This is an optimization exercise on Yosys and OpenROAD, whose aim is small area, a short achievable clock period and few clock cycles, not a production implementation. Where RTL was checked, it was by simulation tests only, not by an equivalence proof against the original. Function not checked in run 1: the RTL went through the layout flow alone.

==> flow/design.v (outline; a module is shown in full before it is edited, if it fits) <==
// module strobe_energy: 393 lines
// module se_mul18x12: 570 lines
// module se_mul20x11: 576 lines
// module se_mul21x12: 666 lines
module strobe_energy (
    input  wire        clk,
    input  wire        rst,
    input  wire        tbl_we,
    input  wire [2:0]  tbl_sel,
    input  wire [3:0]  tbl_idx,
    input  wire [31:0] tbl_data,
    input  wire        step_start,
    input  wire [15:0] step_theta,
    input  wire [10:0] step_density,
    input  wire        step_boost,
    input  wire [2:0]  step_pclass,
    input  wire [1:0]  step_nsub,
    input  wire        step_clamp,
    input  wire        dot_valid,
    output wire        dot_ready,
    input  wire [1:0]  dot_value,
    input  wire [3:0]  dot_hist,
    output wire        res_valid,
    input  wire        res_ready,
    output wire [22:0] res_energy,
    output wire [3:0]  res_mask
);
  // ...
==> flow/flow/run.sh <==
#!/bin/bash
# The standard layout, except that the input and output ports are buffered
# with buf_4 cells instead of the delay buffers buffer_ports picks by default.
# make's full output (which holds every tool's output) goes to flow_make.log;
# ORFS also keeps each step's log under orfs/logs/.
set -o pipefail
bash standard.sh "BUFFER_PORTS_ARGS=-buffer_cell sky130_fd_sc_hd__buf_4" finish > flow_make.log 2>&1
==> flow/standard.sh <==
#!/bin/bash
# synth_recipe.tcl (not shown) runs the flow's synth.tcl, then flattens the netlist and writes it again
# the make line also repeats each setting of config.mk as NAME=value (left out here)
make -C /OpenROAD-flow-scripts/flow DESIGN_CONFIG=/design/flow/config.mk WORK_HOME=/design/flow/orfs CLKGATE_MAP_FILE= SYNTH_SCRIPT=/design/flow/synth_recipe.tcl "${@:-finish}"
==> flow/config.mk <==
export PLATFORM = sky130hd
export DESIGN_NAME = strobe_energy
export DESIGN_NICKNAME = strobe_energy
export VERILOG_FILES = /design/flow/design.v
export SDC_FILE = /design/flow/constraint.sdc
export NUM_CORES = 4
export LEC_CHECK = 0
export CAP_MARGIN = 20
export CORE_MARGIN = 2
export CORE_UTILIZATION = 40
export PLACE_DENSITY = 0.6
export SLEW_MARGIN = 20
==> flow/constraint.sdc <==
create_clock -name core_clock -period 52.0 [get_ports {clk}]
set_input_delay 10.4000 -clock core_clock [delete_from_list [all_inputs] [get_ports {clk}]]
set_output_delay 10.4000 -clock core_clock [all_outputs]
set_load 0.01 [all_outputs]
==> impl_metrics.env, run 1 <==
export IMPL_outcome="finished clean"
export IMPL_hold_class="flip-flop to flip-flop"
export IMPL_crit_start="state[1]$_SDFFE_PP0P_"
export IMPL_largest_cell_class="multi-input gates"
export IMPL_grt_overflow=0
export IMPL_layout_common_cells="edfxtp_1, inv_1, fa_1"
export IMPL_clk_latency_ns=0.89
export IMPL_stdcell_area_um2=99600
export IMPL_ff2ff_path_depth=38
export IMPL_nets=8987
export IMPL_largest_register_ffs=256
export IMPL_vias_per_cell=5.67
export IMPL_fin_crit_sh=0.236
export IMPL_min_period_ns=12.27
export IMPL_cp_top_family="adder cells"
export IMPL_setup_viol_count_final=0
export IMPL_synth_fa_ha_area_frac=0.230
export IMPL_cpMaxStageDelayCell="dfxtp_1"
export IMPL_cp_required_ns=52.54
export IMPL_seq_area_um2=39500
export IMPL_clk_pin_slew_worst_paths_ns=0.06
export IMPL_final_common_cell="edfxtp_1"
export IMPL_grtUsageMet1=0.342
export IMPL_multi_input_area_share=0.446
export IMPL_highest_layer="met5"
export IMPL_critPathMostFrequentCell="fa_1"
export IMPL_drt_wirelength_per_cell_um=25.5
export IMPL_drv_slew=0
export IMPL_fmax_mhz=81.5
export IMPL_synth_common_cells="edfxtp_1, inv_1, fa_1"
export IMPL_place_inst=10700
export IMPL_cts_buffers_inserted=152
export IMPL_nWellTaps=2975
export IMPL_cap_violations=0
export IMPL_hpwlAfterDp_um=201000
export IMPL_relSlewSlack=0.221
==> module strobe_energy, before the edit <==
module strobe_energy (
    input  wire        clk,
    input  wire        rst,
    input  wire        tbl_we,
    input  wire [2:0]  tbl_sel,
    input  wire [3:0]  tbl_idx,
    input  wire [31:0] tbl_data,
    input  wire        step_start,
    input  wire [15:0] step_theta,
    input  wire [10:0] step_density,
    input  wire        step_boost,
    input  wire [2:0]  step_pclass,
    input  wire [1:0]  step_nsub,
    input  wire        step_clamp,
    input  wire        dot_valid,
    output wire        dot_ready,
    input  wire [1:0]  dot_value,
    input  wire [3:0]  dot_hist,
    output wire        res_valid,
    input  wire        res_ready,
    output wire [22:0] res_energy,
    output wire [3:0]  res_mask
);
    localparam TBL_HI     = 3'd1;
    localparam TBL_LO     = 3'd2;
    localparam TBL_TARGET = 3'd3;
    localparam TBL_TEMP   = 3'd4;
    localparam TBL_SUB    = 3'd5;
    localparam TBL_BOOST  = 3'd6;
    localparam DIV_STEPS  = 2;           
    localparam DIV_CYC    = 12 / DIV_STEPS;
    reg [11:0] energy_hi [0:15];
    reg [11:0] energy_lo [0:15];
    reg [15:0] energy_target [0:1];
    reg [15:0] temp_pt [0:15];
    reg [11:0] temp_scale [0:15];
    reg [9:0]  sub_share [0:3];          
    reg [11:0] boost_tbl [0:7];
    reg        wr_we;
    reg [2:0]  wr_sel;
    reg [3:0]  wr_idx;
    reg [31:0] wr_data;
    always @(posedge clk) begin
        wr_we   <= tbl_we;
        wr_sel  <= tbl_sel;
        wr_idx  <= tbl_idx;
        wr_data <= tbl_data;
        if (wr_we) begin
            case (wr_sel)
                TBL_HI:     energy_hi[wr_idx] <= wr_data[11:0];
                TBL_LO:     energy_lo[wr_idx] <= wr_data[11:0];
                TBL_TARGET: energy_target[wr_idx[0]] <= wr_data[15:0];
                TBL_TEMP: begin
                    temp_pt[wr_idx]    <= wr_data[31:16];
                    temp_scale[wr_idx] <= wr_data[11:0];
                end
                TBL_SUB:    sub_share[wr_idx[1:0]] <= wr_data[9:0];
                TBL_BOOST:  boost_tbl[wr_idx[2:0]] <= wr_data[11:0];
                default: ;
            endcase
        end
    end
    localparam ST_IDLE = 4'd0;
    localparam ST_RDLO = 4'd1;
    localparam ST_RDHI = 4'd2;
    localparam ST_MUL  = 4'd3;
    localparam ST_DIV  = 4'd4;
    localparam ST_UPS  = 4'd5;
    localparam ST_UP2  = 4'd6;
    localparam ST_UP3  = 4'd7;
    localparam ST_EK   = 4'd8;
    localparam ST_RUN  = 4'd9;
    reg [3:0]  state;
    reg [2:0]  cnt;
    reg [11:0] scale;        
    reg [10:0] density;      
    reg [11:0] boost;        
    reg [15:0] clamp_e;      
    reg [1:0]  nsub;
    reg        clamp_on;
    reg [20:0] e0, e1, e2, e3;
    wire [15:0] theta = e0[15:0];    
    wire [15:0] span  = e1[15:0];    
    wire [27:0] dv    = {e3[6:0], e2};
    wire [20:0] sub_e [0:3];
    assign sub_e[0] = e0;
    assign sub_e[1] = e1;
    assign sub_e[2] = e2;
    assign sub_e[3] = e3;
    function uge32;
        input [31:0] a, b;
        reg   [31:0] g, l;
        integer      k, w;
        begin
            g = a & ~b;
            l = ~a & b;
            for (w = 16; w >= 1; w = w / 2)
                for (k = 0; k < w; k = k + 1) begin
                    g[k] = g[2*k+1] | (~l[2*k+1] & g[2*k]);
                    l[k] = l[2*k+1] | (~g[2*k+1] & l[2*k]);
                end
            uge32 = ~l[0];
        end
    endfunction
    function ge16s;
        input [15:0] a, b;
        ge16s = uge32({16'd0, ~a[15], a[14:0]}, {16'd0, ~b[15], b[14:0]});
    endfunction
    reg [15:0] ge;
    integer i;
    always @(*) begin
        for (i = 0; i < 16; i = i + 1)
            ge[i] = ge16s(theta, temp_pt[i]);
    end
    wire [16:0] gl = {1'b0, ge[15:1], 1'b1};
    wire [15:0] sel_lo = gl[15:0] & ~gl[16:1];
    wire [15:0] sel_hi = {sel_lo[14:0], 1'b0};
    wire [15:0] rsel = (state == ST_RDHI) ? sel_hi : sel_lo;
    wire        interp = ge[0] && !ge[15];
    reg [15:0] rd_pt;
    reg [11:0] rd_sc;
    always @(*) begin
        rd_pt = 16'd0;
        rd_sc = 12'd0;
        for (i = 0; i < 16; i = i + 1) begin
            rd_pt = rd_pt | (temp_pt[i] & {16{rsel[i]}});
            rd_sc = rd_sc | (temp_scale[i] & {12{rsel[i]}});
        end
    end
    wire [12:0] ds_up  = {1'b0, rd_sc} - {1'b0, scale};
    wire [11:0] ds_dn  = scale - rd_sc;
    wire        down   = ds_up[12];
    wire [15:0] dt_up  = theta - span;
    wire [15:0] dt_dn  = rd_pt - theta;
    wire [11:0] ip_ds  = down ? ds_dn : ds_up[11:0];
    wire [15:0] ip_dt  = down ? dt_dn : dt_up;
    reg [27:0] dv_next;
    reg [16:0] r17;
    reg [17:0] r_sub;
    always @(*) begin
        dv_next = dv;
        for (i = 0; i < DIV_STEPS; i = i + 1) begin
            r17   = {dv_next[27:12], dv_next[11]};
            r_sub = {1'b0, r17} - {2'b00, span};
            if (!r_sub[17])
                dv_next = {r_sub[15:0], dv_next[10:0], 1'b1};
            else
                dv_next = {r17[15:0], dv_next[10:0], 1'b0};
        end
    end
    wire [11:0] part_hi = scale + {dv[11-DIV_STEPS:0], {DIV_STEPS{1'b0}}};
    wire [11:0] s_op    = scale + ((state == ST_UPS) ? {{(12-DIV_STEPS){1'b0}}, dv[DIV_STEPS-1:0]} : 12'd0);
    wire [11:0] boost_rd  = boost_tbl[boost[2:0]];
    wire [11:0] boost_sel = (boost[3] && boost_rd != 12'd0) ? boost_rd : 12'd1024;
    reg        in0_v, in1_v;
    reg        rdy;          
    reg [1:0]  in0_val, in1_val;
    reg [3:0]  in0_h, in1_h;
    reg        q1_v, q1_z;
    reg [17:0] q1_x;
    reg        q2_v, q2_z;
    reg [19:0] q2_x;
    reg        q3_v, q3_z;
    reg [20:0] q3_x;
    reg        q4_v, q4_z;
    reg [22:0] q4_x;
    reg        out_v;
    reg [22:0] out_energy;
    reg [3:0]  out_mask;
    reg        sk_v;         
    reg [22:0] sk_energy;    
    reg [3:0]  sk_mask;
    assign dot_ready  = rdy;
    assign res_valid  = out_v;
    assign res_energy = out_energy;
    assign res_mask   = out_mask;
    wire run      = (state == ST_RUN);
    wire adv      = !sk_v;
    wire push     = adv && q4_v;
    wire pop      = out_v && res_ready;
    wire ok2      = (state == ST_UP2) || (state == ST_UP3) || (state == ST_EK);
    wire ok3      = (state == ST_UP3) || (state == ST_EK);
    wire ok1      = (state == ST_UPS) || ok2;
    wire su_q3    = !q3_v;                           
    wire su_q2    = !q2_v || (ok3 && su_q3);
    wire su_q1    = !q1_v || (ok2 && su_q2);
    wire su_in    = ok1 && su_q1;
    wire q4_en    = run ? adv : 1'b1;
    wire q3_en    = run ? adv : su_q3;
    wire q2_en    = run ? adv : su_q2;
    wire q1_en    = run ? adv : su_q1;
    wire in_go    = in0_v && (run ? adv : su_in);
    wire dot_acc  = dot_valid && rdy;
    wire        cls_lo = (in0_val == 2'b01);
    reg  [11:0] m_rd;
    integer     mi;
    always @(*) begin
        m_rd = 12'd0;
        for (mi = 0; mi < 16; mi = mi + 1) begin
            m_rd = m_rd | (energy_hi[mi] & {12{!cls_lo && in0_h == mi}})
                        | (energy_lo[mi] & {12{ cls_lo && in0_h == mi}});
        end
    end
    reg  [15:0] m1_a;
    reg  [11:0] m1_b;
    always @(*) begin
        case (state)
            ST_RDLO: begin m1_a = energy_target[0]; m1_b = 12'd614; end
            ST_MUL:  begin m1_a = theta;            m1_b = dv[11:0]; end
            default: begin
                m1_a = cls_lo ? energy_target[1] : energy_target[0];
                m1_b = m_rd;
            end
        endcase
    end
    wire [27:0] m1_p = m1_a * m1_b;
    wire [19:0] x2;
    se_mul18x12 u_m2 (.a(q1_x), .b(s_op), .y(x2));
    wire [20:0] x3;
    se_mul20x11 u_m3 (.a(q2_x), .b(density), .y(x3));
    wire        ek_mode = (state == ST_EK);
    wire [9:0]  w_rd    = sub_share[cnt[1:0]];
    wire [10:0] w_k     = {(w_rd == 10'd0), w_rd};
    wire [20:0] m4_a = ek_mode ? sub_e[3] : q3_x;
    wire [11:0] m4_b = ek_mode ? {1'b0, w_k} : boost;
    wire [22:0] m4_y;
    se_mul21x12 u_m4 (.a(m4_a), .b(m4_b), .y(m4_y));
    wire [22:0] x4   = m4_y;
    wire        over = clamp_on && !uge32({16'd0, clamp_e}, {9'd0, x4});
    wire [22:0] s4_e = over ? {7'd0, clamp_e} : x4;
    reg  [24:0] rr;
    reg  [24:0] r_nx;
    reg  [3:0]  s5_m;
    integer     j;
    always @(*) begin
        rr   = {1'b0, q4_x, 1'b0};
        s5_m = 4'd0;
        for (j = 0; j < 4; j = j + 1) begin
            r_nx = rr - {3'd0, sub_e[j], 1'b0};
            if (j <= nsub && !rr[24] && uge32({8'd0, rr[23:0]}, {11'd0, sub_e[j]})) begin
                s5_m[j] = 1'b1;
                rr = r_nx;
            end
        end
    end
    wire [22:0] d_energy = q4_z ? 23'd0 : q4_x;
    wire [3:0]  d_mask   = q4_z ? 4'd0  : s5_m;
    always @(posedge clk) begin
        if (rst) begin
            state   <= ST_IDLE;
            in0_v   <= 1'b0;
            in1_v   <= 1'b0;
            rdy     <= 1'b1;
            q1_v    <= 1'b0;
            q2_v    <= 1'b0;
            q3_v    <= 1'b0;
            q4_v    <= 1'b0;
            out_v   <= 1'b0;
            sk_v    <= 1'b0;
        end else begin
            if (in_go) begin
                in0_v <= in1_v || dot_acc;
                in1_v <= 1'b0;
                rdy   <= 1'b1;
            end else begin
                in0_v <= in0_v || dot_acc;
                in1_v <= in1_v || (in0_v && dot_acc);
                rdy   <= !(in1_v || (in0_v && dot_acc));
            end
            if (q1_en)
                q1_v <= in_go;
            if (q2_en)
                q2_v <= q1_v && (run || ok2);
            if (q3_en)
                q3_v <= q2_v && (run || ok3);
            if (q4_en)
                q4_v <= q3_v && run;
            if (!out_v || res_ready)
                out_v <= sk_v || push;
            sk_v <= sk_v ? !pop : (push && out_v && !res_ready);
            case (state)
                ST_IDLE, ST_RUN:
                    if (step_start)
                        state <= ST_RDLO;
                ST_RDLO: state <= ST_RDHI;
                ST_RDHI: state <= interp ? ST_MUL : ST_UPS;
                ST_MUL:  state <= ST_DIV;
                ST_DIV:
                    if (cnt == DIV_CYC - 1)
                        state <= ST_UPS;
                ST_UPS:  state <= ST_UP2;
                ST_UP2:  state <= ST_UP3;
                ST_UP3:  state <= ST_EK;
                ST_EK:
                    if (cnt[1:0] == nsub)
                        state <= ST_RUN;
                default: state <= ST_IDLE;
            endcase
        end
    end
    always @(posedge clk) begin
        if (!in1_v) begin
            in1_val <= dot_value;
            in1_h   <= dot_hist;
        end
        if (in_go || !in0_v) begin
            in0_val <= in1_v ? in1_val : dot_value;
            in0_h   <= in1_v ? in1_h : dot_hist;
        end
        if (q1_en) begin
            q1_z <= (in0_val == 2'b00);
            q1_x <= m1_p[27:10];
        end
        if (q2_en) begin
            q2_z <= q1_z;
            q2_x <= x2;
        end
        if (q3_en) begin
            q3_z <= q2_z;
            q3_x <= x3;
        end
        if (q4_en) begin
            q4_z <= q3_z;
            q4_x <= s4_e;
        end
        if (!out_v || res_ready) begin
            out_energy <= sk_v ? sk_energy : d_energy;
            out_mask   <= sk_v ? sk_mask : d_mask;
        end
        if (!sk_v) begin
            sk_energy <= d_energy;
            sk_mask   <= d_mask;
        end
        case (state)
            ST_IDLE, ST_RUN: begin
                if (step_start) begin
                    e0       <= {5'd0, step_theta};
                    density  <= step_density;
                    boost    <= {8'd0, step_boost, step_pclass};
                    nsub     <= step_nsub;
                    clamp_on <= step_clamp;
                end
            end
            ST_RDLO: begin
                e1      <= {5'd0, rd_pt};
                scale   <= rd_sc;
                boost   <= boost_sel;
                clamp_e <= m1_p[25:10];
            end
            ST_RDHI: begin
                e1    <= {5'd0, rd_pt - span};
                cnt   <= 3'd0;
                e0    <= {5'd0, ip_dt};
                e2    <= interp ? {9'd0, ip_ds} : 21'd0;
                e3    <= 21'd0;
                if (interp && down)
                    scale <= rd_sc;
                if (!interp)
                    q1_x <= {2'd0, energy_target[0]};
            end
            ST_MUL: begin
                e2 <= m1_p[20:0];
                e3 <= {14'd0, m1_p[27:21]};
            end
            ST_DIV: begin
                e2  <= dv_next[20:0];
                e3  <= {14'd0, dv_next[27:21]};
                cnt <= cnt + 3'd1;
                if (cnt == DIV_CYC - 1) begin
                    scale <= part_hi;
                    q1_x  <= {2'd0, energy_target[0]};
                end
            end
            ST_UPS: begin
                scale <= s_op;
            end
            ST_UP3: begin
                e3       <= m4_y[20:0];
                cnt      <= 3'd0;
            end
            ST_EK: begin
                case (cnt[1:0])
                    2'd0: e0 <= m4_y[20:0];
                    2'd1: e1 <= m4_y[20:0];
                    2'd2: e2 <= m4_y[20:0];
                    default: e3 <= m4_y[20:0];
                endcase
                cnt <= cnt + 3'd1;
            end
            default: ;
        endcase
    end
endmodule
==> module se_mul18x12, before the edit <==
module se_mul18x12 (input wire [17:0] a, input wire [11:0] b, output wire [19:0] y);
    wire pp0_0 = a[0] & b[0];
    wire pp0_1 = a[0] & b[1];
    wire pp0_2 = a[0] & b[2];
    wire pp0_3 = a[0] & b[3];
    wire pp0_4 = a[0] & b[4];
    wire pp0_5 = a[0] & b[5];
    wire pp0_6 = a[0] & b[6];
    wire pp0_7 = a[0] & b[7];
    wire pp0_8 = a[0] & b[8];
    wire pp0_9 = a[0] & b[9];
    wire pp0_10 = a[0] & b[10];
    wire pp0_11 = a[0] & b[11];
    wire pp1_0 = a[1] & b[0];
    wire pp1_1 = a[1] & b[1];
    wire pp1_2 = a[1] & b[2];
    wire pp1_3 = a[1] & b[3];
    wire pp1_4 = a[1] & b[4];
    wire pp1_5 = a[1] & b[5];
    wire pp1_6 = a[1] & b[6];
    wire pp1_7 = a[1] & b[7];
    wire pp1_8 = a[1] & b[8];
    wire pp1_9 = a[1] & b[9];
    wire pp1_10 = a[1] & b[10];
    wire pp1_11 = a[1] & b[11];
    wire pp2_0 = a[2] & b[0];
    wire pp2_1 = a[2] & b[1];
    wire pp2_2 = a[2] & b[2];
    wire pp2_3 = a[2] & b[3];
    wire pp2_4 = a[2] & b[4];
    wire pp2_5 = a[2] & b[5];
    wire pp2_6 = a[2] & b[6];
    wire pp2_7 = a[2] & b[7];
    wire pp2_8 = a[2] & b[8];
    wire pp2_9 = a[2] & b[9];
    wire pp2_10 = a[2] & b[10];
    wire pp2_11 = a[2] & b[11];
    wire pp3_0 = a[3] & b[0];
    wire pp3_1 = a[3] & b[1];
    wire pp3_2 = a[3] & b[2];
    wire pp3_3 = a[3] & b[3];
    wire pp3_4 = a[3] & b[4];
    wire pp3_5 = a[3] & b[5];
    wire pp3_6 = a[3] & b[6];
    wire pp3_7 = a[3] & b[7];
    wire pp3_8 = a[3] & b[8];
    wire pp3_9 = a[3] & b[9];
    wire pp3_10 = a[3] & b[10];
    wire pp3_11 = a[3] & b[11];
    wire pp4_0 = a[4] & b[0];
    wire pp4_1 = a[4] & b[1];
    wire pp4_2 = a[4] & b[2];
    wire pp4_3 = a[4] & b[3];
    wire pp4_4 = a[4] & b[4];
    wire pp4_5 = a[4] & b[5];
    wire pp4_6 = a[4] & b[6];
    wire pp4_7 = a[4] & b[7];
    wire pp4_8 = a[4] & b[8];
    wire pp4_9 = a[4] & b[9];
    wire pp4_10 = a[4] & b[10];
    wire pp4_11 = a[4] & b[11];
    wire pp5_0 = a[5] & b[0];
    wire pp5_1 = a[5] & b[1];
    wire pp5_2 = a[5] & b[2];
    wire pp5_3 = a[5] & b[3];
    wire pp5_4 = a[5] & b[4];
    wire pp5_5 = a[5] & b[5];
    wire pp5_6 = a[5] & b[6];
    wire pp5_7 = a[5] & b[7];
    wire pp5_8 = a[5] & b[8];
    wire pp5_9 = a[5] & b[9];
    wire pp5_10 = a[5] & b[10];
    wire pp5_11 = a[5] & b[11];
    wire pp6_0 = a[6] & b[0];
    wire pp6_1 = a[6] & b[1];
    wire pp6_2 = a[6] & b[2];
    wire pp6_3 = a[6] & b[3];
    wire pp6_4 = a[6] & b[4];
    wire pp6_5 = a[6] & b[5];
    wire pp6_6 = a[6] & b[6];
    wire pp6_7 = a[6] & b[7];
    wire pp6_8 = a[6] & b[8];
    wire pp6_9 = a[6] & b[9];
    wire pp6_10 = a[6] & b[10];
    wire pp6_11 = a[6] & b[11];
    wire pp7_0 = a[7] & b[0];
    wire pp7_1 = a[7] & b[1];
    wire pp7_2 = a[7] & b[2];
    wire pp7_3 = a[7] & b[3];
    wire pp7_4 = a[7] & b[4];
    wire pp7_5 = a[7] & b[5];
    wire pp7_6 = a[7] & b[6];
    wire pp7_7 = a[7] & b[7];
    wire pp7_8 = a[7] & b[8];
    wire pp7_9 = a[7] & b[9];
    wire pp7_10 = a[7] & b[10];
    wire pp7_11 = a[7] & b[11];
    wire pp8_0 = a[8] & b[0];
    wire pp8_1 = a[8] & b[1];
    wire pp8_2 = a[8] & b[2];
    wire pp8_3 = a[8] & b[3];
    wire pp8_4 = a[8] & b[4];
    wire pp8_5 = a[8] & b[5];
    wire pp8_6 = a[8] & b[6];
    wire pp8_7 = a[8] & b[7];
    wire pp8_8 = a[8] & b[8];
    wire pp8_9 = a[8] & b[9];
    wire pp8_10 = a[8] & b[10];
    wire pp8_11 = a[8] & b[11];
    wire pp9_0 = a[9] & b[0];
    wire pp9_1 = a[9] & b[1];
    wire pp9_2 = a[9] & b[2];
    wire pp9_3 = a[9] & b[3];
    wire pp9_4 = a[9] & b[4];
    wire pp9_5 = a[9] & b[5];
    wire pp9_6 = a[9] & b[6];
    wire pp9_7 = a[9] & b[7];
    wire pp9_8 = a[9] & b[8];
    wire pp9_9 = a[9] & b[9];
    wire pp9_10 = a[9] & b[10];
    wire pp9_11 = a[9] & b[11];
    wire pp10_0 = a[10] & b[0];
    wire pp10_1 = a[10] & b[1];
    wire pp10_2 = a[10] & b[2];
    wire pp10_3 = a[10] & b[3];
    wire pp10_4 = a[10] & b[4];
    wire pp10_5 = a[10] & b[5];
    wire pp10_6 = a[10] & b[6];
    wire pp10_7 = a[10] & b[7];
    wire pp10_8 = a[10] & b[8];
    wire pp10_9 = a[10] & b[9];
    wire pp10_10 = a[10] & b[10];
    wire pp10_11 = a[10] & b[11];
    wire pp11_0 = a[11] & b[0];
    wire pp11_1 = a[11] & b[1];
    wire pp11_2 = a[11] & b[2];
    wire pp11_3 = a[11] & b[3];
    wire pp11_4 = a[11] & b[4];
    wire pp11_5 = a[11] & b[5];
    wire pp11_6 = a[11] & b[6];
    wire pp11_7 = a[11] & b[7];
    wire pp11_8 = a[11] & b[8];
    wire pp11_9 = a[11] & b[9];
    wire pp11_10 = a[11] & b[10];
    wire pp11_11 = a[11] & b[11];
    wire pp12_0 = a[12] & b[0];
    wire pp12_1 = a[12] & b[1];
    wire pp12_2 = a[12] & b[2];
    wire pp12_3 = a[12] & b[3];
    wire pp12_4 = a[12] & b[4];
    wire pp12_5 = a[12] & b[5];
    wire pp12_6 = a[12] & b[6];
    wire pp12_7 = a[12] & b[7];
    wire pp12_8 = a[12] & b[8];
    wire pp12_9 = a[12] & b[9];
    wire pp12_10 = a[12] & b[10];
    wire pp12_11 = a[12] & b[11];
    wire pp13_0 = a[13] & b[0];
    wire pp13_1 = a[13] & b[1];
    wire pp13_2 = a[13] & b[2];
    wire pp13_3 = a[13] & b[3];
    wire pp13_4 = a[13] & b[4];
    wire pp13_5 = a[13] & b[5];
    wire pp13_6 = a[13] & b[6];
    wire pp13_7 = a[13] & b[7];
    wire pp13_8 = a[13] & b[8];
    wire pp13_9 = a[13] & b[9];
    wire pp13_10 = a[13] & b[10];
    wire pp13_11 = a[13] & b[11];
    wire pp14_0 = a[14] & b[0];
    wire pp14_1 = a[14] & b[1];
    wire pp14_2 = a[14] & b[2];
    wire pp14_3 = a[14] & b[3];
    wire pp14_4 = a[14] & b[4];
    wire pp14_5 = a[14] & b[5];
    wire pp14_6 = a[14] & b[6];
    wire pp14_7 = a[14] & b[7];
    wire pp14_8 = a[14] & b[8];
    wire pp14_9 = a[14] & b[9];
    wire pp14_10 = a[14] & b[10];
    wire pp14_11 = a[14] & b[11];
    wire pp15_0 = a[15] & b[0];
    wire pp15_1 = a[15] & b[1];
    wire pp15_2 = a[15] & b[2];
    wire pp15_3 = a[15] & b[3];
    wire pp15_4 = a[15] & b[4];
    wire pp15_5 = a[15] & b[5];
    wire pp15_6 = a[15] & b[6];
    wire pp15_7 = a[15] & b[7];
    wire pp15_8 = a[15] & b[8];
    wire pp15_9 = a[15] & b[9];
    wire pp15_10 = a[15] & b[10];
    wire pp15_11 = a[15] & b[11];
    wire pp16_0 = a[16] & b[0];
    wire pp16_1 = a[16] & b[1];
    wire pp16_2 = a[16] & b[2];
    wire pp16_3 = a[16] & b[3];
    wire pp16_4 = a[16] & b[4];
    wire pp16_5 = a[16] & b[5];
    wire pp16_6 = a[16] & b[6];
    wire pp16_7 = a[16] & b[7];
    wire pp16_8 = a[16] & b[8];
    wire pp16_9 = a[16] & b[9];
    wire pp16_10 = a[16] & b[10];
    wire pp16_11 = a[16] & b[11];
    wire pp17_0 = a[17] & b[0];
    wire pp17_1 = a[17] & b[1];
    wire pp17_2 = a[17] & b[2];
    wire pp17_3 = a[17] & b[3];
    wire pp17_4 = a[17] & b[4];
    wire pp17_5 = a[17] & b[5];
    wire pp17_6 = a[17] & b[6];
    wire pp17_7 = a[17] & b[7];
    wire pp17_8 = a[17] & b[8];
    wire pp17_9 = a[17] & b[9];
    wire pp17_10 = a[17] & b[10];
    wire pp17_11 = a[17] & b[11];
    wire t1 = pp0_9 ^ pp1_8;
    wire t2 = pp0_9 & pp1_8;
    wire t3 = pp0_10 ^ pp1_9 ^ pp2_8;
    wire t4 = (pp0_10 & pp1_9) | (pp0_10 & pp2_8) | (pp1_9 & pp2_8);
    wire t5 = pp3_7 ^ pp4_6;
    wire t6 = pp3_7 & pp4_6;
    wire t7 = pp0_11 ^ pp1_10 ^ pp2_9;
    wire t8 = (pp0_11 & pp1_10) | (pp0_11 & pp2_9) | (pp1_10 & pp2_9);
    wire t9 = pp3_8 ^ pp4_7 ^ pp5_6;
    wire t10 = (pp3_8 & pp4_7) | (pp3_8 & pp5_6) | (pp4_7 & pp5_6);
    wire t11 = pp6_5 ^ pp7_4;
    wire t12 = pp6_5 & pp7_4;
    wire t13 = pp1_11 ^ pp2_10 ^ pp3_9;
    wire t14 = (pp1_11 & pp2_10) | (pp1_11 & pp3_9) | (pp2_10 & pp3_9);
    wire t15 = pp4_8 ^ pp5_7 ^ pp6_6;
    wire t16 = (pp4_8 & pp5_7) | (pp4_8 & pp6_6) | (pp5_7 & pp6_6);
    wire t17 = pp7_5 ^ pp8_4 ^ pp9_3;
    wire t18 = (pp7_5 & pp8_4) | (pp7_5 & pp9_3) | (pp8_4 & pp9_3);
    wire t19 = pp2_11 ^ pp3_10 ^ pp4_9;
    wire t20 = (pp2_11 & pp3_10) | (pp2_11 & pp4_9) | (pp3_10 & pp4_9);
    wire t21 = pp5_8 ^ pp6_7 ^ pp7_6;
    wire t22 = (pp5_8 & pp6_7) | (pp5_8 & pp7_6) | (pp6_7 & pp7_6);
    wire t23 = pp8_5 ^ pp9_4 ^ pp10_3;
    wire t24 = (pp8_5 & pp9_4) | (pp8_5 & pp10_3) | (pp9_4 & pp10_3);
    wire t25 = pp3_11 ^ pp4_10 ^ pp5_9;
    wire t26 = (pp3_11 & pp4_10) | (pp3_11 & pp5_9) | (pp4_10 & pp5_9);
    wire t27 = pp6_8 ^ pp7_7 ^ pp8_6;
    wire t28 = (pp6_8 & pp7_7) | (pp6_8 & pp8_6) | (pp7_7 & pp8_6);
    wire t29 = pp9_5 ^ pp10_4 ^ pp11_3;
    wire t30 = (pp9_5 & pp10_4) | (pp9_5 & pp11_3) | (pp10_4 & pp11_3);
    wire t31 = pp4_11 ^ pp5_10 ^ pp6_9;
    wire t32 = (pp4_11 & pp5_10) | (pp4_11 & pp6_9) | (pp5_10 & pp6_9);
    wire t33 = pp7_8 ^ pp8_7 ^ pp9_6;
    wire t34 = (pp7_8 & pp8_7) | (pp7_8 & pp9_6) | (pp8_7 & pp9_6);
    wire t35 = pp10_5 ^ pp11_4 ^ pp12_3;
    wire t36 = (pp10_5 & pp11_4) | (pp10_5 & pp12_3) | (pp11_4 & pp12_3);
    wire t37 = pp5_11 ^ pp6_10 ^ pp7_9;
    wire t38 = (pp5_11 & pp6_10) | (pp5_11 & pp7_9) | (pp6_10 & pp7_9);
    wire t39 = pp8_8 ^ pp9_7 ^ pp10_6;
    wire t40 = (pp8_8 & pp9_7) | (pp8_8 & pp10_6) | (pp9_7 & pp10_6);
    wire t41 = pp11_5 ^ pp12_4 ^ pp13_3;
    wire t42 = (pp11_5 & pp12_4) | (pp11_5 & pp13_3) | (pp12_4 & pp13_3);
    wire t43 = pp6_11 ^ pp7_10 ^ pp8_9;
    wire t44 = (pp6_11 & pp7_10) | (pp6_11 & pp8_9) | (pp7_10 & pp8_9);
    wire t45 = pp9_8 ^ pp10_7 ^ pp11_6;
    wire t46 = (pp9_8 & pp10_7) | (pp9_8 & pp11_6) | (pp10_7 & pp11_6);
    wire t47 = pp12_5 ^ pp13_4 ^ pp14_3;
    wire t48 = (pp12_5 & pp13_4) | (pp12_5 & pp14_3) | (pp13_4 & pp14_3);
    wire t49 = pp7_11 ^ pp8_10 ^ pp9_9;
    wire t50 = (pp7_11 & pp8_10) | (pp7_11 & pp9_9) | (pp8_10 & pp9_9);
    wire t51 = pp10_8 ^ pp11_7 ^ pp12_6;
    wire t52 = (pp10_8 & pp11_7) | (pp10_8 & pp12_6) | (pp11_7 & pp12_6);
    wire t53 = pp13_5 ^ pp14_4;
    wire t54 = pp13_5 & pp14_4;
    wire t55 = pp8_11 ^ pp9_10 ^ pp10_9;
    wire t56 = (pp8_11 & pp9_10) | (pp8_11 & pp10_9) | (pp9_10 & pp10_9);
    wire t57 = pp11_8 ^ pp12_7 ^ pp13_6;
    wire t58 = (pp11_8 & pp12_7) | (pp11_8 & pp13_6) | (pp12_7 & pp13_6);
    wire t59 = pp9_11 ^ pp10_10 ^ pp11_9;
    wire t60 = (pp9_11 & pp10_10) | (pp9_11 & pp11_9) | (pp10_10 & pp11_9);
    wire t61 = pp0_6 ^ pp1_5;
    wire t62 = pp0_6 & pp1_5;
    wire t63 = pp0_7 ^ pp1_6 ^ pp2_5;
    wire t64 = (pp0_7 & pp1_6) | (pp0_7 & pp2_5) | (pp1_6 & pp2_5);
    wire t65 = pp3_4 ^ pp4_3;
    wire t66 = pp3_4 & pp4_3;
    wire t67 = pp0_8 ^ pp1_7 ^ pp2_6;
    wire t68 = (pp0_8 & pp1_7) | (pp0_8 & pp2_6) | (pp1_7 & pp2_6);
    wire t69 = pp3_5 ^ pp4_4 ^ pp5_3;
    wire t70 = (pp3_5 & pp4_4) | (pp3_5 & pp5_3) | (pp4_4 & pp5_3);
    wire t71 = pp6_2 ^ pp7_1;
    wire t72 = pp6_2 & pp7_1;
    wire t73 = t1 ^ pp2_7 ^ pp3_6;
    wire t74 = (t1 & pp2_7) | (t1 & pp3_6) | (pp2_7 & pp3_6);
    wire t75 = pp4_5 ^ pp5_4 ^ pp6_3;
    wire t76 = (pp4_5 & pp5_4) | (pp4_5 & pp6_3) | (pp5_4 & pp6_3);
    wire t77 = pp7_2 ^ pp8_1 ^ pp9_0;
    wire t78 = (pp7_2 & pp8_1) | (pp7_2 & pp9_0) | (pp8_1 & pp9_0);
    wire t79 = t2 ^ t3 ^ t5;
    wire t80 = (t2 & t3) | (t2 & t5) | (t3 & t5);
    wire t81 = pp5_5 ^ pp6_4 ^ pp7_3;
    wire t82 = (pp5_5 & pp6_4) | (pp5_5 & pp7_3) | (pp6_4 & pp7_3);
    wire t83 = pp8_2 ^ pp9_1 ^ pp10_0;
    wire t84 = (pp8_2 & pp9_1) | (pp8_2 & pp10_0) | (pp9_1 & pp10_0);
    wire t85 = t4 ^ t6 ^ t7;
    wire t86 = (t4 & t6) | (t4 & t7) | (t6 & t7);
    wire t87 = t9 ^ t11 ^ pp8_3;
    wire t88 = (t9 & t11) | (t9 & pp8_3) | (t11 & pp8_3);
    wire t89 = pp9_2 ^ pp10_1 ^ pp11_0;
    wire t90 = (pp9_2 & pp10_1) | (pp9_2 & pp11_0) | (pp10_1 & pp11_0);
    wire t91 = t8 ^ t10 ^ t12;
    wire t92 = (t8 & t10) | (t8 & t12) | (t10 & t12);
    wire t93 = t13 ^ t15 ^ t17;
    wire t94 = (t13 & t15) | (t13 & t17) | (t15 & t17);
    wire t95 = pp10_2 ^ pp11_1 ^ pp12_0;
    wire t96 = (pp10_2 & pp11_1) | (pp10_2 & pp12_0) | (pp11_1 & pp12_0);
    wire t97 = t14 ^ t16 ^ t18;
    wire t98 = (t14 & t16) | (t14 & t18) | (t16 & t18);
    wire t99 = t19 ^ t21 ^ t23;
    wire t100 = (t19 & t21) | (t19 & t23) | (t21 & t23);
    wire t101 = pp11_2 ^ pp12_1 ^ pp13_0;
    wire t102 = (pp11_2 & pp12_1) | (pp11_2 & pp13_0) | (pp12_1 & pp13_0);
    wire t103 = t20 ^ t22 ^ t24;
    wire t104 = (t20 & t22) | (t20 & t24) | (t22 & t24);
    wire t105 = t25 ^ t27 ^ t29;
    wire t106 = (t25 & t27) | (t25 & t29) | (t27 & t29);
    wire t107 = pp12_2 ^ pp13_1 ^ pp14_0;
    wire t108 = (pp12_2 & pp13_1) | (pp12_2 & pp14_0) | (pp13_1 & pp14_0);
    wire t109 = t26 ^ t28 ^ t30;
    wire t110 = (t26 & t28) | (t26 & t30) | (t28 & t30);
    wire t111 = t31 ^ t33 ^ t35;
    wire t112 = (t31 & t33) | (t31 & t35) | (t33 & t35);
    wire t113 = pp13_2 ^ pp14_1 ^ pp15_0;
    wire t114 = (pp13_2 & pp14_1) | (pp13_2 & pp15_0) | (pp14_1 & pp15_0);
    wire t115 = t32 ^ t34 ^ t36;
    wire t116 = (t32 & t34) | (t32 & t36) | (t34 & t36);
    wire t117 = t37 ^ t39 ^ t41;
    wire t118 = (t37 & t39) | (t37 & t41) | (t39 & t41);
    wire t119 = pp14_2 ^ pp15_1 ^ pp16_0;
    wire t120 = (pp14_2 & pp15_1) | (pp14_2 & pp16_0) | (pp15_1 & pp16_0);
    wire t121 = t38 ^ t40 ^ t42;
    wire t122 = (t38 & t40) | (t38 & t42) | (t40 & t42);
    wire t123 = t43 ^ t45 ^ t47;
    wire t124 = (t43 & t45) | (t43 & t47) | (t45 & t47);
    wire t125 = pp15_2 ^ pp16_1 ^ pp17_0;
    wire t126 = (pp15_2 & pp16_1) | (pp15_2 & pp17_0) | (pp16_1 & pp17_0);
    wire t127 = t44 ^ t46 ^ t48;
    wire t128 = (t44 & t46) | (t44 & t48) | (t46 & t48);
    wire t129 = t49 ^ t51 ^ t53;
    wire t130 = (t49 & t51) | (t49 & t53) | (t51 & t53);
    wire t131 = pp15_3 ^ pp16_2 ^ pp17_1;
    wire t132 = (pp15_3 & pp16_2) | (pp15_3 & pp17_1) | (pp16_2 & pp17_1);
    wire t133 = t50 ^ t52 ^ t54;
    wire t134 = (t50 & t52) | (t50 & t54) | (t52 & t54);
    wire t135 = t55 ^ t57 ^ pp14_5;
    wire t136 = (t55 & t57) | (t55 & pp14_5) | (t57 & pp14_5);
    wire t137 = pp15_4 ^ pp16_3 ^ pp17_2;
    wire t138 = (pp15_4 & pp16_3) | (pp15_4 & pp17_2) | (pp16_3 & pp17_2);
    wire t139 = t56 ^ t58 ^ t59;
    wire t140 = (t56 & t58) | (t56 & t59) | (t58 & t59);
    wire t141 = pp12_8 ^ pp13_7 ^ pp14_6;
    wire t142 = (pp12_8 & pp13_7) | (pp12_8 & pp14_6) | (pp13_7 & pp14_6);
    wire t143 = pp15_5 ^ pp16_4 ^ pp17_3;
    wire t144 = (pp15_5 & pp16_4) | (pp15_5 & pp17_3) | (pp16_4 & pp17_3);
    wire t145 = t60 ^ pp10_11 ^ pp11_10;
    wire t146 = (t60 & pp10_11) | (t60 & pp11_10) | (pp10_11 & pp11_10);
    wire t147 = pp12_9 ^ pp13_8 ^ pp14_7;
    wire t148 = (pp12_9 & pp13_8) | (pp12_9 & pp14_7) | (pp13_8 & pp14_7);
    wire t149 = pp15_6 ^ pp16_5 ^ pp17_4;
    wire t150 = (pp15_6 & pp16_5) | (pp15_6 & pp17_4) | (pp16_5 & pp17_4);
    wire t151 = pp11_11 ^ pp12_10 ^ pp13_9;
    wire t152 = (pp11_11 & pp12_10) | (pp11_11 & pp13_9) | (pp12_10 & pp13_9);
    wire t153 = pp14_8 ^ pp15_7 ^ pp16_6;
    wire t154 = (pp14_8 & pp15_7) | (pp14_8 & pp16_6) | (pp15_7 & pp16_6);
    wire t155 = pp12_11 ^ pp13_10 ^ pp14_9;
    wire t156 = (pp12_11 & pp13_10) | (pp12_11 & pp14_9) | (pp13_10 & pp14_9);
    wire t157 = pp0_4 ^ pp1_3;
    wire t158 = pp0_4 & pp1_3;
    wire t159 = pp0_5 ^ pp1_4 ^ pp2_3;
    wire t160 = (pp0_5 & pp1_4) | (pp0_5 & pp2_3) | (pp1_4 & pp2_3);
    wire t161 = pp3_2 ^ pp4_1;
    wire t162 = pp3_2 & pp4_1;
    wire t163 = t61 ^ pp2_4 ^ pp3_3;
    wire t164 = (t61 & pp2_4) | (t61 & pp3_3) | (pp2_4 & pp3_3);
    wire t165 = pp4_2 ^ pp5_1 ^ pp6_0;
    wire t166 = (pp4_2 & pp5_1) | (pp4_2 & pp6_0) | (pp5_1 & pp6_0);
    wire t167 = t62 ^ t63 ^ t65;
    wire t168 = (t62 & t63) | (t62 & t65) | (t63 & t65);
    wire t169 = pp5_2 ^ pp6_1 ^ pp7_0;
    wire t170 = (pp5_2 & pp6_1) | (pp5_2 & pp7_0) | (pp6_1 & pp7_0);
    wire t171 = t64 ^ t66 ^ t67;
    wire t172 = (t64 & t66) | (t64 & t67) | (t66 & t67);
    wire t173 = t69 ^ t71 ^ pp8_0;
    wire t174 = (t69 & t71) | (t69 & pp8_0) | (t71 & pp8_0);
    wire t175 = t68 ^ t70 ^ t72;
    wire t176 = (t68 & t70) | (t68 & t72) | (t70 & t72);
    wire t177 = t73 ^ t75 ^ t77;
    wire t178 = (t73 & t75) | (t73 & t77) | (t75 & t77);
    wire t179 = t74 ^ t76 ^ t78;
    wire t180 = (t74 & t76) | (t74 & t78) | (t76 & t78);
    wire t181 = t79 ^ t81 ^ t83;
    wire t182 = (t79 & t81) | (t79 & t83) | (t81 & t83);
    wire t183 = t80 ^ t82 ^ t84;
    wire t184 = (t80 & t82) | (t80 & t84) | (t82 & t84);
    wire t185 = t85 ^ t87 ^ t89;
    wire t186 = (t85 & t87) | (t85 & t89) | (t87 & t89);
    wire t187 = t86 ^ t88 ^ t90;
    wire t188 = (t86 & t88) | (t86 & t90) | (t88 & t90);
    wire t189 = t91 ^ t93 ^ t95;
    wire t190 = (t91 & t93) | (t91 & t95) | (t93 & t95);
    wire t191 = t92 ^ t94 ^ t96;
    wire t192 = (t92 & t94) | (t92 & t96) | (t94 & t96);
    wire t193 = t97 ^ t99 ^ t101;
    wire t194 = (t97 & t99) | (t97 & t101) | (t99 & t101);
    wire t195 = t98 ^ t100 ^ t102;
    wire t196 = (t98 & t100) | (t98 & t102) | (t100 & t102);
    wire t197 = t103 ^ t105 ^ t107;
    wire t198 = (t103 & t105) | (t103 & t107) | (t105 & t107);
    wire t199 = t104 ^ t106 ^ t108;
    wire t200 = (t104 & t106) | (t104 & t108) | (t106 & t108);
    wire t201 = t109 ^ t111 ^ t113;
    wire t202 = (t109 & t111) | (t109 & t113) | (t111 & t113);
    wire t203 = t110 ^ t112 ^ t114;
    wire t204 = (t110 & t112) | (t110 & t114) | (t112 & t114);
    wire t205 = t115 ^ t117 ^ t119;
    wire t206 = (t115 & t117) | (t115 & t119) | (t117 & t119);
    wire t207 = t116 ^ t118 ^ t120;
    wire t208 = (t116 & t118) | (t116 & t120) | (t118 & t120);
    wire t209 = t121 ^ t123 ^ t125;
    wire t210 = (t121 & t123) | (t121 & t125) | (t123 & t125);
    wire t211 = t122 ^ t124 ^ t126;
    wire t212 = (t122 & t124) | (t122 & t126) | (t124 & t126);
    wire t213 = t127 ^ t129 ^ t131;
    wire t214 = (t127 & t129) | (t127 & t131) | (t129 & t131);
    wire t215 = t128 ^ t130 ^ t132;
    wire t216 = (t128 & t130) | (t128 & t132) | (t130 & t132);
    wire t217 = t133 ^ t135 ^ t137;
    wire t218 = (t133 & t135) | (t133 & t137) | (t135 & t137);
    wire t219 = t134 ^ t136 ^ t138;
    wire t220 = (t134 & t136) | (t134 & t138) | (t136 & t138);
    wire t221 = t139 ^ t141 ^ t143;
    wire t222 = (t139 & t141) | (t139 & t143) | (t141 & t143);
    wire t223 = t140 ^ t142 ^ t144;
    wire t224 = (t140 & t142) | (t140 & t144) | (t142 & t144);
    wire t225 = t145 ^ t147 ^ t149;
    wire t226 = (t145 & t147) | (t145 & t149) | (t147 & t149);
    wire t227 = t146 ^ t148 ^ t150;
    wire t228 = (t146 & t148) | (t146 & t150) | (t148 & t150);
    wire t229 = t151 ^ t153 ^ pp17_5;
    wire t230 = (t151 & t153) | (t151 & pp17_5) | (t153 & pp17_5);
    wire t231 = t152 ^ t154 ^ t155;
    wire t232 = (t152 & t154) | (t152 & t155) | (t154 & t155);
    wire t233 = pp15_8 ^ pp16_7 ^ pp17_6;
    wire t234 = (pp15_8 & pp16_7) | (pp15_8 & pp17_6) | (pp16_7 & pp17_6);
    wire t235 = t156 ^ pp13_11 ^ pp14_10;
    wire t236 = (t156 & pp13_11) | (t156 & pp14_10) | (pp13_11 & pp14_10);
    wire t237 = pp15_9 ^ pp16_8 ^ pp17_7;
    wire t238 = (pp15_9 & pp16_8) | (pp15_9 & pp17_7) | (pp16_8 & pp17_7);
    wire t239 = pp14_11 ^ pp15_10 ^ pp16_9;
    wire t240 = (pp14_11 & pp15_10) | (pp14_11 & pp16_9) | (pp15_10 & pp16_9);
    wire t241 = pp0_3 ^ pp1_2;
    wire t242 = pp0_3 & pp1_2;
    wire t243 = t157 ^ pp2_2 ^ pp3_1;
    wire t244 = (t157 & pp2_2) | (t157 & pp3_1) | (pp2_2 & pp3_1);
    wire t245 = t158 ^ t159 ^ t161;
    wire t246 = (t158 & t159) | (t158 & t161) | (t159 & t161);
    wire t247 = t160 ^ t162 ^ t163;
    wire t248 = (t160 & t162) | (t160 & t163) | (t162 & t163);
    wire t249 = t164 ^ t166 ^ t167;
    wire t250 = (t164 & t166) | (t164 & t167) | (t166 & t167);
    wire t251 = t168 ^ t170 ^ t171;
    wire t252 = (t168 & t170) | (t168 & t171) | (t170 & t171);
    wire t253 = t172 ^ t174 ^ t175;
    wire t254 = (t172 & t174) | (t172 & t175) | (t174 & t175);
    wire t255 = t176 ^ t178 ^ t179;
    wire t256 = (t176 & t178) | (t176 & t179) | (t178 & t179);
    wire t257 = t180 ^ t182 ^ t183;
    wire t258 = (t180 & t182) | (t180 & t183) | (t182 & t183);
    wire t259 = t184 ^ t186 ^ t187;
    wire t260 = (t184 & t186) | (t184 & t187) | (t186 & t187);
    wire t261 = t188 ^ t190 ^ t191;
    wire t262 = (t188 & t190) | (t188 & t191) | (t190 & t191);
    wire t263 = t192 ^ t194 ^ t195;
    wire t264 = (t192 & t194) | (t192 & t195) | (t194 & t195);
    wire t265 = t196 ^ t198 ^ t199;
    wire t266 = (t196 & t198) | (t196 & t199) | (t198 & t199);
    wire t267 = t200 ^ t202 ^ t203;
    wire t268 = (t200 & t202) | (t200 & t203) | (t202 & t203);
    wire t269 = t204 ^ t206 ^ t207;
    wire t270 = (t204 & t206) | (t204 & t207) | (t206 & t207);
    wire t271 = t208 ^ t210 ^ t211;
    wire t272 = (t208 & t210) | (t208 & t211) | (t210 & t211);
    wire t273 = t212 ^ t214 ^ t215;
    wire t274 = (t212 & t214) | (t212 & t215) | (t214 & t215);
    wire t275 = t216 ^ t218 ^ t219;
    wire t276 = (t216 & t218) | (t216 & t219) | (t218 & t219);
    wire t277 = t220 ^ t222 ^ t223;
    wire t278 = (t220 & t222) | (t220 & t223) | (t222 & t223);
    wire t279 = t224 ^ t226 ^ t227;
    wire t280 = (t224 & t226) | (t224 & t227) | (t226 & t227);
    wire t281 = t228 ^ t230 ^ t231;
    wire t282 = (t228 & t230) | (t228 & t231) | (t230 & t231);
    wire t283 = t232 ^ t234 ^ t235;
    wire t284 = (t232 & t234) | (t232 & t235) | (t234 & t235);
    wire t285 = t236 ^ t238 ^ t239;
    wire t286 = (t236 & t238) | (t236 & t239) | (t238 & t239);
    wire t287 = t240 ^ pp15_11 ^ pp16_10;
    wire t288 = (t240 & pp15_11) | (t240 & pp16_10) | (pp15_11 & pp16_10);
    wire t289 = pp0_2 ^ pp1_1;
    wire t290 = pp0_2 & pp1_1;
    wire t291 = t241 ^ pp2_1 ^ pp3_0;
    wire t292 = (t241 & pp2_1) | (t241 & pp3_0) | (pp2_1 & pp3_0);
    wire t293 = t242 ^ t243 ^ pp4_0;
    wire t294 = (t242 & t243) | (t242 & pp4_0) | (t243 & pp4_0);
    wire t295 = t244 ^ t245 ^ pp5_0;
    wire t296 = (t244 & t245) | (t244 & pp5_0) | (t245 & pp5_0);
    wire t297 = t246 ^ t247 ^ t165;
    wire t298 = (t246 & t247) | (t246 & t165) | (t247 & t165);
    wire t299 = t248 ^ t249 ^ t169;
    wire t300 = (t248 & t249) | (t248 & t169) | (t249 & t169);
    wire t301 = t250 ^ t251 ^ t173;
    wire t302 = (t250 & t251) | (t250 & t173) | (t251 & t173);
    wire t303 = t252 ^ t253 ^ t177;
    wire t304 = (t252 & t253) | (t252 & t177) | (t253 & t177);
    wire t305 = t254 ^ t255 ^ t181;
    wire t306 = (t254 & t255) | (t254 & t181) | (t255 & t181);
    wire t307 = t256 ^ t257 ^ t185;
    wire t308 = (t256 & t257) | (t256 & t185) | (t257 & t185);
    wire t309 = t258 ^ t259 ^ t189;
    wire t310 = (t258 & t259) | (t258 & t189) | (t259 & t189);
    wire t311 = t260 ^ t261 ^ t193;
    wire t312 = (t260 & t261) | (t260 & t193) | (t261 & t193);
    wire t313 = t262 ^ t263 ^ t197;
    wire t314 = (t262 & t263) | (t262 & t197) | (t263 & t197);
    wire t315 = t264 ^ t265 ^ t201;
    wire t316 = (t264 & t265) | (t264 & t201) | (t265 & t201);
    wire t317 = t266 ^ t267 ^ t205;
    wire t318 = (t266 & t267) | (t266 & t205) | (t267 & t205);
    wire t319 = t268 ^ t269 ^ t209;
    wire t320 = (t268 & t269) | (t268 & t209) | (t269 & t209);
    wire t321 = t270 ^ t271 ^ t213;
    wire t322 = (t270 & t271) | (t270 & t213) | (t271 & t213);
    wire t323 = t272 ^ t273 ^ t217;
    wire t324 = (t272 & t273) | (t272 & t217) | (t273 & t217);
    wire t325 = t274 ^ t275 ^ t221;
    wire t326 = (t274 & t275) | (t274 & t221) | (t275 & t221);
    wire t327 = t276 ^ t277 ^ t225;
    wire t328 = (t276 & t277) | (t276 & t225) | (t277 & t225);
    wire t329 = t278 ^ t279 ^ t229;
    wire t330 = (t278 & t279) | (t278 & t229) | (t279 & t229);
    wire t331 = t280 ^ t281 ^ t233;
    wire t332 = (t280 & t281) | (t280 & t233) | (t281 & t233);
    wire t333 = t282 ^ t283 ^ t237;
    wire t334 = (t282 & t283) | (t282 & t237) | (t283 & t237);
    wire t335 = t284 ^ t285 ^ pp17_8;
    wire t336 = (t284 & t285) | (t284 & pp17_8) | (t285 & pp17_8);
    wire t337 = t286 ^ t287 ^ pp17_9;
    wire t338 = (t286 & t287) | (t286 & pp17_9) | (t287 & pp17_9);
    wire t339 = t288 ^ pp16_11 ^ pp17_10;
    wire t340 = (t288 & pp16_11) | (t288 & pp17_10) | (pp16_11 & pp17_10);
    wire [29:0] r0 = {1'b0, t340, t338, t336, t334, t332, t330, t328, t326, t324, t322, t320, t318, t316, t314, t312, t310, t308, t306, t304, t302, t300, t298, t296, t294, t292, t290, t289, pp0_1, pp0_0};
    wire [29:0] r1 = {1'b0, pp17_11, t339, t337, t335, t333, t331, t329, t327, t325, t323, t321, t319, t317, t315, t313, t311, t309, t307, t305, t303, t301, t299, t297, t295, t293, t291, pp2_0, pp1_0, 1'b0};
    wire [16:0] rc;
    wire [29:0] p;
    assign rc[0] = 1'b0;
    genvar gi;
    generate for (gi = 0; gi < 16; gi = gi + 1) begin : g_rc
        assign p[gi] = r0[gi] ^ r1[gi] ^ rc[gi];
        assign rc[gi+1] = (r0[gi] & r1[gi]) | (r0[gi] & rc[gi]) | (r1[gi] & rc[gi]);
    end endgenerate
    assign p[29:16] = r0[29:16] + r1[29:16] + rc[16];
    assign y = p[29:10];
endmodule
==> inputs of run 2 (changes only) <==
--- a/flow/design.v
+++ b/flow/design.v
@@ -109,19 +109,23 @@
     reg [15:0] ge;
     integer i;
     always @(*) begin
         for (i = 0; i < 16; i = i + 1)
             ge[i] = ge16s(theta, temp_pt[i]);
     end
     wire [16:0] gl = {1'b0, ge[15:1], 1'b1};
     wire [15:0] sel_lo = gl[15:0] & ~gl[16:1];
-    wire [15:0] sel_hi = {sel_lo[14:0], 1'b0};
-    wire [15:0] rsel = (state == ST_RDHI) ? sel_hi : sel_lo;
-    wire        interp = ge[0] && !ge[15];
+    reg  [14:0] sel_q;
+    reg         interp;
+    wire [15:0] rsel = (state == ST_RDHI) ? {sel_q, 1'b0} : sel_lo;
+    always @(posedge clk) begin
+        sel_q  <= sel_lo[14:0];
+        interp <= ge[0] && !ge[15];
+    end
     reg [15:0] rd_pt;
     reg [11:0] rd_sc;
     always @(*) begin
         rd_pt = 16'd0;
         rd_sc = 12'd0;
         for (i = 0; i < 16; i = i + 1) begin
             rd_pt = rd_pt | (temp_pt[i] & {16{rsel[i]}});
             rd_sc = rd_sc | (temp_scale[i] & {12{rsel[i]}});
@@ -344,19 +348,27 @@
             ST_RDLO: begin
                 e1      <= {5'd0, rd_pt};
                 scale   <= rd_sc;
                 boost   <= boost_sel;
                 clamp_e <= m1_p[25:10];
             end
             ST_RDHI: begin
                 e1    <= {5'd0, rd_pt - span};
-                cnt   <= 3'd0;
+                cnt   <= (ip_ds[11:4] == 8'd0) ? 3'd4 :
+                         (ip_ds[11:8] == 4'd0) ? 3'd2 : 3'd0;
                 e0    <= {5'd0, ip_dt};
-                e2    <= interp ? {9'd0, ip_ds} : 21'd0;
+                if (!interp)
+                    e2 <= 21'd0;
+                else if (ip_ds[11:4] == 8'd0)
+                    e2 <= {9'd0, ip_ds[3:0], 8'd0};
+                else if (ip_ds[11:8] == 4'd0)
+                    e2 <= {9'd0, ip_ds[7:0], 4'd0};
+                else
+                    e2 <= {9'd0, ip_ds};
                 e3    <= 21'd0;
                 if (interp && down)
                     scale <= rd_sc;
                 if (!interp)
                     q1_x <= {2'd0, energy_target[0]};
             end
             ST_MUL: begin
                 e2 <= m1_p[20:0];
@@ -945,25 +957,25 @@
     wire t335 = t284 ^ t285 ^ pp17_8;
     wire t336 = (t284 & t285) | (t284 & pp17_8) | (t285 & pp17_8);
     wire t337 = t286 ^ t287 ^ pp17_9;
     wire t338 = (t286 & t287) | (t286 & pp17_9) | (t287 & pp17_9);
     wire t339 = t288 ^ pp16_11 ^ pp17_10;
     wire t340 = (t288 & pp16_11) | (t288 & pp17_10) | (pp16_11 & pp17_10);
     wire [29:0] r0 = {1'b0, t340, t338, t336, t334, t332, t330, t328, t326, t324, t322, t320, t318, t316, t314, t312, t310, t308, t306, t304, t302, t300, t298, t296, t294, t292, t290, t289, pp0_1, pp0_0};
     wire [29:0] r1 = {1'b0, pp17_11, t339, t337, t335, t333, t331, t329, t327, t325, t323, t321, t319, t317, t315, t313, t311, t309, t307, t305, t303, t301, t299, t297, t295, t293, t291, pp2_0, pp1_0, 1'b0};
-    wire [16:0] rc;
+    wire [8:0] rc;
     wire [29:0] p;
     assign rc[0] = 1'b0;
     genvar gi;
-    generate for (gi = 0; gi < 16; gi = gi + 1) begin : g_rc
+    generate for (gi = 0; gi < 8; gi = gi + 1) begin : g_rc
         assign p[gi] = r0[gi] ^ r1[gi] ^ rc[gi];
         assign rc[gi+1] = (r0[gi] & r1[gi]) | (r0[gi] & rc[gi]) | (r1[gi] & rc[gi]);
     end endgenerate
-    assign p[29:16] = r0[29:16] + r1[29:16] + rc[16];
+    assign p[29:8] = r0[29:8] + r1[29:8] + rc[8];
     assign y = p[29:10];
 endmodule
 module se_mul20x11 (input wire [19:0] a, input wire [10:0] b, output wire [20:0] y);
     wire pp0_0 = a[0] & b[0];
     wire pp0_1 = a[0] & b[1];
     wire pp0_2 = a[0] & b[2];
     wire pp0_3 = a[0] & b[3];
     wire pp0_4 = a[0] & b[4];
@@ -1521,25 +1533,25 @@
     wire t337 = t284 ^ t285 ^ pp19_7;
     wire t338 = (t284 & t285) | (t284 & pp19_7) | (t285 & pp19_7);
     wire t339 = t286 ^ t287 ^ pp19_8;
     wire t340 = (t286 & t287) | (t286 & pp19_8) | (t287 & pp19_8);
     wire t341 = t288 ^ pp18_10 ^ pp19_9;
     wire t342 = (t288 & pp18_10) | (t288 & pp19_9) | (pp18_10 & pp19_9);
     wire [30:0] r0 = {1'b0, t342, t340, t338, t336, t334, t332, t330, t328, t326, t324, t322, t320, t318, t316, t314, t312, t310, t308, t306, t304, t302, t300, t298, t296, t294, t292, t290, t289, pp0_1, pp0_0};
     wire [30:0] r1 = {1'b0, pp19_10, t341, t339, t337, t335, t333, t331, t329, t327, t325, t323, t321, t319, t317, t315, t313, t311, t309, t307, t305, t303, t301, t299, t297, t295, t293, t291, pp2_0, pp1_0, 1'b0};
-    wire [16:0] rc;
+    wire [8:0] rc;
     wire [30:0] p;
     assign rc[0] = 1'b0;
     genvar gi;
-    generate for (gi = 0; gi < 16; gi = gi + 1) begin : g_rc
+    generate for (gi = 0; gi < 8; gi = gi + 1) begin : g_rc
         assign p[gi] = r0[gi] ^ r1[gi] ^ rc[gi];
         assign rc[gi+1] = (r0[gi] & r1[gi]) | (r0[gi] & rc[gi]) | (r1[gi] & rc[gi]);
     end endgenerate
-    assign p[30:16] = r0[30:16] + r1[30:16] + rc[16];
+    assign p[30:8] = r0[30:8] + r1[30:8] + rc[8];
     assign y = p[30:10];
 endmodule
 module se_mul21x12 (input wire [20:0] a, input wire [11:0] b, output wire [22:0] y);
     wire pp0_0 = a[0] & b[0];
     wire pp0_1 = a[0] & b[1];
     wire pp0_2 = a[0] & b[2];
     wire pp0_3 = a[0] & b[3];
     wire pp0_4 = a[0] & b[4];
==> flow/config.mk (replaced) <==
export PLATFORM = sky130hd
export DESIGN_NAME = strobe_energy
export DESIGN_NICKNAME = strobe_energy
export VERILOG_FILES = /design/flow/design.v
export SDC_FILE = /design/flow/constraint.sdc
export NUM_CORES = 4
export LEC_CHECK = 0
export CAP_MARGIN = 20
export CORE_MARGIN = 2
export CORE_UTILIZATION = 40
export CTS_CLUSTER_DIAMETER = 150
export CTS_CLUSTER_SIZE = 20
export PLACE_DENSITY = 0.6
export SLEW_MARGIN = 20
==> run 2 against run 1 <==
Compared with the run above:
- highest routed layer unchanged
- non-clock buffer count grew 5
- maximum frequency shrank 4.7%
- still clean
- sequential share of layout area grew 0.77 points
- first-iteration DRC count grew 13%
==> impl_metrics.env, run 2 <==
export IMPL_gp_congestion=0.953
export IMPL_outcome="finished clean"
export IMPL_synth_compound_area_frac=0.115
export IMPL_synthMuxAreaShare=0.0247
export IMPL_ctsResizeCount=0
export IMPL_synth_top_area_frac=0.410
export IMPL_drt_iter0_markers=7489
export IMPL_cp_required_ns=52.73
export IMPL_synth_xor_area_share=0.0199
export IMPL_layout_common_cells="edfxtp_1, inv_1, fa_1"
export IMPL_start_util=0.403
export IMPL_drv_slew=0
export IMPL_drc=0
export IMPL_die_w_um=481
export IMPL_setup_tns_ns=0
export IMPL_grt_pass1_vias=64200
export IMPL_cts_root_buf="clkbuf_16"
export IMPL_synth_top_cell_by_area="edfxtp_1"
export IMPL_synthFlopType="edfxtp_1"
export IMPL_clk_pin_slew_worst_paths_ns=0.11
export IMPL_syn_area_per_cell_um2=11.3
export IMPL_num_io_pins=114
export IMPL_synth_common_cells="edfxtp_1, inv_1, fa_1"
export IMPL_htreeDepth=3
export IMPL_core_rowCount=174
export IMPL_largest_register_ffs=256
export IMPL_hold_class="flip-flop to flip-flop"
export IMPL_crit_path_end_kind="flip-flop"
export IMPL_first_pass_iters=8
export IMPL_min_period_ns=12.87
export IMPL_synth_fa_ha_area_frac=0.223
export IMPL_synth_area_um2=90900
export IMPL_cts_buffers_inserted=81
export IMPL_grt_pass1_wl_um=434000
export IMPL_clock_sinks=1367
export IMPL_cts_path_max_buffers=3
export IMPL_final_common_cell="edfxtp_1"
export IMPL_syn_num_nets=9105
export IMPL_core_area_um2=225000
export IMPL_relSlewSlack=0.181
export IMPL_die_y_um=481
export IMPL_grt_use_met2=0.401
export IMPL_async_flop_share=0
export IMPL_drtAntennaViolNets=0
export IMPL_cts_tree="done"
export IMPL_ys_seq_area_frac=0.438
export IMPL_fmax_mhz=77.7
export IMPL_portBuffers=113
export IMPL_rsz0062_at_grt="false"
export IMPL_ys_types=106
export IMPL_grt_overflow=0
export IMPL_nets=9182
export IMPL_grt_use_total=0.254
export IMPL_worst_pin_slew_ns=1.23
export IMPL_wirelength_um=296000
export IMPL_num_vias=64400
export IMPL_grt_max_degree=63
export IMPL_fin_skew_ns=0.0572
export IMPL_syn_inst=8016
export IMPL_areaGrowthSynthToFinish_pct=8.40
export IMPL_synth_top_family_by_area="adder cells"
export IMPL_finalHoldViolations=0
export IMPL_fin_crit_sh=0.248
export IMPL_busiest_layer="met2"
export IMPL_cap_violations=0
export IMPL_grtUsageMet1=0.353
export IMPL_drive_above_1_share=0.113
export IMPL_synthSimpleGateAreaFrac=0.113
export IMPL_critPathMaxFanout=28
export IMPL_setup_viol_count_final=0
export IMPL_synth_seq_cells=1367
export IMPL_max_stage_delay_ns=0.96
export IMPL_fillers=20800
export IMPL_cp_start_kind="flip-flop"
export IMPL_cpMaxStageDelayCell="edfxtp_1"
export IMPL_antenna_found_initial=15
export IMPL_yosysMostFrequentCell="edfxtp_1"
export IMPL_vias_per_cell=5.78
export IMPL_die_area_um2=231000
export IMPL_largest_register="temp_pt"
export IMPL_critPathMostFrequentCell="maj3_2"
export IMPL_synth_edf_count=1242
export IMPL_synth_area_leaders="edfxtp_1, fa_1, ha_1, inv_1, dfxtp_1"
export IMPL_synth_warnings=1
export IMPL_crit_type="flip-flop to flip-flop"
export IMPL_drt_wirelength_per_cell_um=26.6
export IMPL_met3_usage=0.0473
export IMPL_worst_ep_arrival_time_ns=13.60
export IMPL_clk_latency_ns=0.78
export IMPL_holdBufCountCts=0
export IMPL_hpwlAfterDp_um=214000
export IMPL_post_cts_setup_buffer_count=0
## run 2: changes by cell type in the layout (fill, tap and decap cells not counted), sizes merged, moves of 37 or more
cell    previous run  this run
clkbuf           185       138
or2               68       148
nand2b           153       101
a222oi            12        49
nor2             557       623
clkinv            66        14
## run 2: cell type report
| cell class | count | area (um^2) | share of cell area |
|---|---|---|---|
| multi-input combinational | 5175 | 45700 | 0.464 |
| sequential | 1367 | 39800 | 0.404 |
| inverter | 1129 | 4240 | 0.0430 |
| tap | 2992 | 3740 | 0.0380 |
| timing repair buffer | 339 | 2550 | 0.0259 |
| clock buffer | 138 | 2280 | 0.0232 |
| clock inverter | 11 | 208 | 0.00211 |
| antenna | 4 | 10.0 | 0.000102 |
## run 2: cell families (layout without fill, tap and decap cells)
kind of cell | count (synthesis) | in the layout
xor gates and xnor gates | 207 | 207
DFF | 1367 | 1367
other | 0 | 4
adders and majority gates | 1267 | 1267
buffers and inverters | 1474 | 1617
muxes | 176 | 176
AOI/OAI and AO/OA | 1437 | 1437
and+or+nand+nor | 2088 | 2088
## run 2: worst max-delay path, delay by kind of cell, from the launching register on
kind / cells / cell delay [ns]
compound gates: 17 / 3.85
simple gates: 7 / 1.58
mux: 3 / 0.87
buf+inv: 3 / 0.46
flops: 1 / 0.96
fa+ha+maj: 16 / 5.07
## run 2: worst paths after layout
| kind | cells past startpoint | from | endpoint | slack, ns |
|---|---|---|---|---|
| max | 46 | e0[0]$_DFFE_PP_ | flip-flop | 39.13 |
| min | 0 | q1_z$_DFFE_PN_ | q2_z$_DFFE_PP_ | 0.43 |
| max reg2reg | 46 | e0[0]$_DFFE_PP_ | flip-flop | 39.13 |
| min reg2reg | 0 | q1_z$_DFFE_PN_ | q2_z$_DFFE_PP_ | 0.43 |
## run 2: routing by layer
metal  part of all wire  up-vias
li1                   -    28000
met1               0.42    32700
met2               0.45     3160
met3              0.092      495
met4              0.035       12
met5            0.00047        -
## run 2: per-stage QoR
step / setup slack, ns / hold WS, ns / std cells / util / cell area, um^2
floorplan: 39.08 / 0.400 / 8016 / - / 90900
global placement: 39.32 / 0.440 / 11000 / 0.426 / 96000
detailed placement: 39.33 / 0.447 / 11000 / 0.426 / 96000
CTS: 39.26 / 0.450 / 11200 / 0.437 / 98500
global route: 38.18 / 0.457 / 11200 / 0.437 / 98500
finish: 39.13 / 0.433 / 11200 / 0.437 / 98500
Testbench counts of run 2, summed over its fixed seeds: cycles 19,886.

==> afterwards: timing with drivers on the ports <==
In the flow no input, the clock included, has a driving cell. The finished layouts below were timed again as built, in two steps. Step 1, drivers: a clkbuf_16 drives clk and a buf_2 each remaining input, both assumed. Step 2 moves the port delays by t, midway between the first and last clock arrival at a register: inputs arrive t later, outputs are due t later. That takes back most of the time a late clock gives input paths. Slacks: ideal / step 1 / step 2; pairs: ideal / step 1.
run | shift t [ns] | setup WS [ns] | hold slack, ns | worst setup path after step 2
run 1 | 0.920 | 39.728 / 39.728 / 39.541 | 0.465 / 0.465 / 0.465 | input to register
run 2 | 0.840 | 39.126 / 39.126 / 39.126 | 0.433 / 0.433 / 0.433 | register to register
After both steps setup and hold are still met in every run listed. The setup slack of run 1, which loses most, moves by 0.000 ns with the drivers and by -0.187 ns with both steps.
